What follows belongs to an exercise in optimizing a design on an open flow for small area; a production flow would make more cautious choices.
RTL that was checked went through simulation tests only; none was proved equivalent to the original.

## filter_chan
module filter_chan (
    input  wire        clk,
    input  wire        rst,           
    input  wire [5:0]  cfg_dec,       
    input  wire [1:0]  cfg_ord,       
    input  wire [3:0]  cfg_taps,      
    input  wire        cfg_sat32,     
    input  wire        coef_we,       
    input  wire [3:0]  coef_addr,
    input  wire [15:0] coef_data,
    input  wire        start,         
    input  wire        stop,          
    input  wire        in_valid,      
    input  wire [31:0] in_data,
    output wire        out_valid,     
    output wire [31:0] out_data
);
Size in the first run: about 5300 cells after synthesis, about 100 I/O pins, roughly 55000 um^2 of cells after synthesis.
Settings: LEC_CHECK=0, ABC_AREA=1, CAP_MARGIN=0, CORE_MARGIN=2, CORE_UTILIZATION=70, CTS_BUF_LIST=sky130_fd_sc_hd__clkbuf_8, CTS_CLUSTER_DIAMETER=50, CTS_CLUSTER_SIZE=18, SLEW_MARGIN=0; clock period 25.0 ns.
standard.sh (not shown) runs the stock make flow with config.mk's settings and CLKGATE_MAP_FILE= SYNTH_SCRIPT=/design/flow/synth_recipe.tcl, a recipe that flattens the netlist after the stock synthesis.
==> flow/flow/run.sh <==
#!/bin/bash
# The standard layout (the standard.sh, ORFS from synthesis to finish),
# with two changes in what the flow is asked for:
#  - clock tree: clkbuf_8 buffers, sink clusters of 18, no dummy loads;
#  - port buffers: the smallest buffer cell (every port is still buffered).
# Each tool's full output is in the ORFS logs; make's output is in standard.log.
set -euo pipefail
export CTS_ARGS="-sink_clustering_enable -repair_clock_nets -sink_clustering_size 18 -sink_clustering_max_diameter 50 -buf_list sky130_fd_sc_hd__clkbuf_8 -dont_use_dummy_load"
export BUFFER_PORTS_ARGS="-buffer_cell sky130_fd_sc_hd__buf_1"
bash standard.sh > standard.log 2>&1
Then changed:
--- a/flow/design.v
+++ b/flow/design.v
@@ -123,21 +123,22 @@
     reg        c0_on;
     reg        fir_on, fir_pre;
     reg        pre_req, ins_pend;
     reg        pw_pend;                 
     reg        ovalid;
     wire run   = (st == ST_RUN);
     wire setup = (st == ST_SETUP);
     wire [2:0] ph3 = ph[2:0];
     wire [55:0] c  = {c_hi, c_lo};
     wire [5:0]  scnt  = cnt;
-    wire [2:0]  skcnt = cnt[2:0];
+    wire        sk0   = cic_go & (ph3 == 3'd7) & cic_due;   
+    wire [2:0]  skcnt = sk0 ? 3'd0 : cnt[2:0];
     wire [4:0]  fcnt  = cnt[4:0];
     wire        c0cnt = cnt[3];                            
     wire        c0_go = c0_on & (c0cnt | ins_now);         
     wire [32:0] cv = c[32:0];           
     wire [32:0] head    = hr[16*33-1 -: 33];
     wire [3:0]  idx     = s_new - ph;                        
     wire        ins_now = ins_pend & (idx == 4'd0);
     wire        hclr    = setup & (scnt >= SU_CLR) & (scnt < SU_END);
     wire        pw_now  = pw_pend & (idx == 4'd15);
     wire [32:0] h_tail  = (ins_now | hclr) ? cv : pw_now ? acc[47:15] : head;
@@ -156,21 +157,21 @@
     wire [27:0] ch_opb  = (chead_h & {28{ch_rd}}) | {28{ch_one}};
     wire [27:0] ch_sum;
     filter_chan_add #(28) u_caddh (.x(c_hi), .y(ch_opb), .ci(ch_cy), .s(ch_sum));
     wire [27:0] ch_tail = ch_en ? (ch_comb ? ~c_hi : ch_sum) : chead_h;
     wire        ld_x    = run & in_valid;
     wire [3:0]  cidx  = c0_on ? 4'd0 : (idx + {3'd0, fir_pre});
     wire [15:0] cval  = coef[cidx];
     wire        cok   = c0_on | ((cidx <= ntaps) & ~(fir_pre & (idx == 4'd15)));
     wire        cb_hi = c0_on ? ~c0cnt : ~fcnt[4];
     wire [8:0]  cbyte = ~cok ? 9'd0 : cb_hi ? {cval[15], cval[15:8]} : {1'b0, cval[7:0]};
-    wire [7:0]  sbyte = c[skcnt*8 +: 8];
+    wire [7:0]  sbyte = sk0 ? cl_sum[7:0] : c[skcnt*8 +: 8];    
     wire [5:0]  djx   = SU_DIV + 6'd33 - scnt;               
     wire        dbit  = c[djx];                              
     reg  [8:0]  ma;
     reg  [1:0]  bsel;                   
     reg  [2:0]  ai;
     reg  [47:0] kc;
     reg         ld_s;                   
     always @* begin
         ma = 9'd0; bsel = 2'd1; ai = AI_ACC; kc = 48'd0; ld_s = 1'b0;
         if (setup) begin
@@ -185,21 +186,21 @@
                 kc = 48'd1;
                 ma = 9'h1FF;
             end else if (scnt > SU_DIV && scnt < SU_DIV + 6'd33) begin
                 ai = AI_SHL1;                                   
                 ma = acc[47] ? 9'd1 : 9'h1FF;
             end else if (scnt == SU_ZERO) begin
                 ld_s = 1'b1;                                    
             end else if (scnt == SU_END) begin
                 kc = 48'd8192;                                  
             end
-        end else if (sk_on) begin
+        end else if (sk_on | sk0) begin
             ma   = {(skcnt == 3'd6) & sbyte[7], sbyte};
             bsel = 2'd2;
             ai   = (skcnt == 3'd0) ? AI_ZERO : (skcnt <= 3'd4) ? AI_SHR8 : AI_ACC;
             kc   = (skcnt == 3'd0) ? 48'h0000_8000_0000 : 48'd0;
             ld_s = (skcnt == 3'd6);                             
         end else if (c0_go) begin
             ma = cbyte;
             ai = c0cnt ? AI_SHL8 : AI_PSH;
         end else if (c0_on) begin
             ma = 9'd0;                                          
@@ -311,21 +312,21 @@
                         cic_pend <= 1'b0;
                         cic_go   <= 1'b1;
                     end
                     if (cic_go && ph3 == 3'd7) begin
                         cic_go <= 1'b0;
                         cic_fresh_i <= 1'b0;
                         if (cic_due)
                             cic_fresh_m <= 1'b0;
                         if (cic_due) begin
                             sk_on <= 1'b1;
-                            cnt   <= 6'd0;
+                            cnt   <= 6'd1;
                         end
                     end
                     if (ins_now)
                         ins_pend <= 1'b0;
                     if (pw_now)
                         pw_pend <= 1'b0;
                     if (sk_on | c0_go | fir_on)
                         cnt <= cnt + 6'd1;
                     if (sk_on) begin
                         if (skcnt == 3'd6) begin
- The changed run produced a clean layout
- sequential share of layout area decreases by 0.42 points
- synthesized cell count increases by 2.3%
- via count increases by 3.3%
- die area increases by about 0.8%
- flip-flop and latch count is unchanged
- maximum frequency decreases by 1.2%

Setup of run 1:
filter_chan again, from the RTL that the note above started with.
Design filter_chan, start of the top module:
module filter_chan (
    input  wire        clk,
    input  wire        rst,           
    input  wire [5:0]  cfg_dec,       
    input  wire [1:0]  cfg_ord,       
    input  wire [3:0]  cfg_taps,      
    input  wire        cfg_sat32,     
    input  wire        coef_we,       
    input  wire [3:0]  coef_addr,
    input  wire [15:0] coef_data,
    input  wire        start,         
    input  wire        stop,          
    input  wire        in_valid,      
    input  wire [31:0] in_data,
    output wire        out_valid,     
    output wire [31:0] out_data
);
Settings: LEC_CHECK=0, ABC_AREA=1, CAP_MARGIN=0, CORE_MARGIN=2, CORE_UTILIZATION=60, CTS_BUF_LIST=sky130_fd_sc_hd__clkbuf_8, CTS_CLUSTER_DIAMETER=50, CTS_CLUSTER_SIZE=18, SLEW_MARGIN=0; clock period 25.0 ns.
Scripts as last shown in full above: flow/flow/run.sh
The following lists how run 2 was set up differently from run 1:
-- flow/design.v --
<<< run 1, line 131
    wire [55:0] c  = {c_hi, c_lo};
    wire [5:0]  scnt  = cnt;
    wire [2:0]  skcnt = cnt[2:0];
    wire [4:0]  fcnt  = cnt[4:0];
    wire        c0cnt = cnt[3];                            
>>> run 2, line 131
    wire [55:0] c  = {c_hi, c_lo};
    wire [5:0]  scnt  = cnt;
    wire        sk0   = cic_go & (ph3 == 3'd7) & cic_due;   
    wire [2:0]  skcnt = sk0 ? 3'd0 : cnt[2:0];
    wire [4:0]  fcnt  = cnt[4:0];
    wire        c0cnt = cnt[3];                            
<<< run 1, line 164
    wire        cb_hi = c0_on ? ~c0cnt : ~fcnt[4];
    wire [8:0]  cbyte = ~cok ? 9'd0 : cb_hi ? {cval[15], cval[15:8]} : {1'b0, cval[7:0]};
    wire [7:0]  sbyte = c[skcnt*8 +: 8];
    wire [5:0]  djx   = SU_DIV + 6'd33 - scnt;               
    wire        dbit  = c[djx];                              
>>> run 2, line 165
    wire        cb_hi = c0_on ? ~c0cnt : ~fcnt[4];
    wire [8:0]  cbyte = ~cok ? 9'd0 : cb_hi ? {cval[15], cval[15:8]} : {1'b0, cval[7:0]};
    wire [7:0]  sbyte = sk0 ? cl_sum[7:0] : c[skcnt*8 +: 8];    
    wire [5:0]  djx   = SU_DIV + 6'd33 - scnt;               
    wire        dbit  = c[djx];                              
<<< run 1, line 193
                kc = 48'd8192;                                  
            end
        end else if (sk_on) begin
            ma   = {(skcnt == 3'd6) & sbyte[7], sbyte};
            bsel = 2'd2;
>>> run 2, line 194
                kc = 48'd8192;                                  
            end
        end else if (sk_on | sk0) begin
            ma   = {(skcnt == 3'd6) & sbyte[7], sbyte};
            bsel = 2'd2;
<<< run 1, line 319
                        if (cic_due) begin
                            sk_on <= 1'b1;
                            cnt   <= 6'd0;
                        end
                    end
>>> run 2, line 320
                        if (cic_due) begin
                            sk_on <= 1'b1;
                            cnt   <= 6'd1;
                        end
                    end
## What came out
Every run in the comparison, run 1 and run 2, completed the flow with a clean layout.
Against run 1, run 2 comes in 120 higher on post-layout instance count excluding filler cells.
Comparing run 1 and run 2, layout-stage area growth over the synthesis result is higher on run 1.
Max synthesized area divided by synthesized cell count across run 1 and run 2: run 1
Delta (run 2 minus run 1): mean routed wirelength per cell held steady, area of all placed cells without fillers grew by 300 µm², wire length of the first global-routing pass grew by 1.1%, critical path depth shrank by 2, worst setup slack shrank by 140 ps.
The lower register fraction of the total cell area of run 1 and run 2 is in run 2.
A startpoint of the worst setup timing path of s_new[0]$_SDFFCE_PN0P_ is what run 1 shows, while ph[1]$_SDFF_PP0_ belongs to run 2.

## job 1705
filter_chan, a different RTL version from the one above (not shown whole).
Size in the first run: roughly 1500 flip-flops, about 100 I/O pins.
Settings: LEC_CHECK=0, ABC_AREA=1, CAP_MARGIN=0, CORE_MARGIN=2, CORE_UTILIZATION=40, CTS_BUF_LIST=sky130_fd_sc_hd__clkbuf_8, CTS_CLUSTER_DIAMETER=40, CTS_CLUSTER_SIZE=12, SLEW_MARGIN=0; clock period 25.0 ns.
run.sh (not shown) runs the stock make flow with config.mk's settings and CLKGATE_MAP_FILE= SYNTH_SCRIPT=/design/flow/synth_recipe.tcl, a recipe that flattens the netlist after the stock synthesis.
Stock flow here: none of the scripts above is used.
Job 1705 was carried through to the last stage, and its layout satisfied the timing, design-rule and antenna checks.
## Diff of input files: job 8961 against job 1705
-- flow/design.v --
<<< job 1705, line 102
    reg [3:0]  ph;                      
    reg [16*33-1:0] hr;                 
    reg [8*28-1:0]  crl;                
    reg [8*28-1:0]  crh;                
    reg [27:0] c_lo;                    
    reg [27:0] c_hi;                    
    reg        ch_en, ch_rd, ch_sub, ch_comb, ch_cy;    
    reg [32:0] vreg;                    
    reg [31:0] kq;                      
>>> job 8961, line 102
    reg [3:0]  ph;                      
    reg [16*33-1:0] hr;                 
    reg [8*56-1:0]  cr;                 
    reg [55:0] c;                       
    reg [32:0] vreg;                    
    reg [31:0] kq;                      
<<< job 1705, line 132
    wire        hclr    = setup & (scnt >= 6'd40) & (scnt <= 6'd55);
    wire [32:0] h_tail  = (ins_now | hclr) ? vreg : head;
    wire [27:0] chead_l = crl[8*28-1 -: 28];
    wire [27:0] chead_h = crh[8*28-1 -: 28];
    wire [55:0] c       = {c_hi, c_lo};
    wire        cic_act = run & (cic_go | (cic_pend & (ph3 == 3'd0)));
    wire        is_comb = ph3[2];
>>> job 8961, line 129
    wire        hclr    = setup & (scnt >= 6'd40) & (scnt <= 6'd55);
    wire [32:0] h_tail  = (ins_now | hclr) ? vreg : head;
    wire [55:0] chead   = cr[8*56-1 -: 56];
    wire        cic_act = run & (cic_go | (cic_pend & (ph3 == 3'd0)));
    wire        is_comb = ph3[2];
<<< job 1705, line 140
    wire        c_rd    = c_en & ~(is_comb ? cic_fresh_m : cic_fresh_i);
    wire        c_sub   = cic_act & is_comb;
    wire [27:0] cl_opb  = (c_rd ? chead_l : 28'd0) ^ {28{c_sub}};
    wire [28:0] cl_sum;
    filter_chan_add #(29) u_caddl (.x({1'b0, c_lo}), .y({1'b0, cl_opb}), .ci(c_sub), .s(cl_sum));
    wire [27:0] cl_tail = c_en ? (is_comb ? c_lo : cl_sum[27:0]) : chead_l;
    wire [27:0] ch_opb  = (ch_rd ? chead_h : 28'd0) ^ {28{ch_sub}};
    wire [27:0] ch_sum;
    filter_chan_add #(28) u_caddh (.x(c_hi), .y(ch_opb), .ci(ch_cy), .s(ch_sum));
    wire [27:0] ch_tail = ch_en ? (ch_comb ? c_hi : ch_sum) : chead_h;
    wire        ld_x    = run & in_valid & (dm1 != 6'd0);
    wire [3:0]  cidx  = c0_on ? 4'd0 : (idx + {3'd0, fir_pre});
    wire [15:0] cval  = coef[cidx];
    wire        cok   = c0_on | ((cidx <= ntaps) & ~(fir_pre & (idx == 4'd15)));
    wire        cb_hi = c0_on ? ~c0cnt : ~fcnt[4];
    wire [8:0]  cbyte = ~cok ? 9'd0 : cb_hi ? {cval[15], cval[15:8]} : {1'b0, cval[7:0]};
    wire [7:0]  sbyte = c[skcnt*8 +: 8];
    reg  [8:0]  ma;
>>> job 8961, line 135
    wire        c_rd    = c_en & ~(is_comb ? cic_fresh_m : cic_fresh_i);
    wire        c_sub   = cic_act & is_comb;
    wire [55:0] c_opb   = (c_rd ? chead : 56'd0) ^ {56{c_sub}};
    wire [55:0] c_sum;
    filter_chan_add #(56) u_cadd (.x(c), .y(c_opb), .ci(c_sub), .s(c_sum));
    wire [55:0] c_tail  = c_en ? (is_comb ? c : c_sum) : chead;
    wire        ld_x    = run & in_valid & (dm1 != 6'd0);
    wire [3:0]  cidx  = c0_on ? 4'd0 : (idx + {3'd0, fir_pre});
    wire [15:0] cval  = coef[cidx];
    wire        cok   = c0_on | ((cidx <= ntaps) & ~(fir_pre & (idx == 4'd15)));
    wire        c_hi  = c0_on ? ~c0cnt : ~fcnt[4];
    wire [8:0]  cbyte = ~cok ? 9'd0 : c_hi ? {cval[15], cval[15:8]} : {1'b0, cval[7:0]};
    wire [7:0]  sbyte = c[skcnt*8 +: 8];
    reg  [8:0]  ma;
<<< job 1705, line 220
    always @(posedge clk) begin
        hr  <= {hr[15*33-1:0], h_tail};
        crl <= {crl[7*28-1:0], cl_tail};
        crh <= {crh[7*28-1:0], ch_tail};
        c_lo <= ld_x ? in_data[27:0] : cl_sum[27:0];
        c_hi <= ld_x ? {{24{in_data[31]}}, in_data[31:28]} : ch_sum;
        ch_en   <= c_en;
        ch_rd   <= c_rd;
        ch_sub  <= c_sub;
        ch_comb <= is_comb;
        ch_cy   <= cl_sum[28];
        acc <= sum;
        ph  <= rst ? 4'd0 : ph + 4'd1;
>>> job 8961, line 211
    always @(posedge clk) begin
        hr  <= {hr[15*33-1:0], h_tail};
        cr  <= {cr[7*56-1:0], c_tail};
        c   <= ld_x ? {{24{in_data[31]}}, in_data} : c_sum;
        acc <= sum;
        ph  <= rst ? 4'd0 : ph + 4'd1;
Findings:
- Cmp job 8961 vs job 1705: fraction of area in clock buffers and inverters lower in job 8961
- From job 1705 to job 8961 the numbers moved as follows: number of stages on the worst hold path roughly the same; clock buffer count lower.
- Wire: job 8961 routes less than job 1705
- Job 1705 → job 8961: share of the synthesized netlist area taken by xor and xnor gates picked up an extra 0.50 points; fraction of the cycle the final worst path needs went up by 0.78 points.
- Looking at total length of routed met2 wires across job 8961 and job 1705, the one that comes out lower is job 1705.
No functional check of the RTL was part of job 8961.

-- static timing again, ports no longer ideal --
The flow's constraints put no driver on any port. The routed layouts listed below were extracted and timed again, unchanged, in two steps. Step 1 sets driving cells, clkbuf_16 on the clock port and buf_2 on the other inputs (assumed; they add their load-dependent delay and slew). Step 2 also shifts input and output timing later by t, the mid clock arrival at the registers, as if the neighbouring blocks saw the same clock. Slacks: ideal ports / drivers / drivers and shift; pairs: ideal ports / drivers.
run | t, ns | setup WS [ns] | pins driven straight from the clock port
the first run of note 1 | 0.787 | 1.123 / 1.123 / 1.123 | 1
the second run of note 1 | 0.774 | 0.824 / 0.824 / 0.824 | 1
run 1 | 0.834 | 1.193 / 1.193 / 1.193 | 1
run 2 | 0.843 | 1.051 / 1.051 / 1.051 | 1
job 1705 | 0.974 | 1.196 / 1.196 / 1.196 | 1
job 8961 | 0.972 | 1.001 / 1.001 / 1.001 | 1
After both steps setup and hold are still met in every run listed.
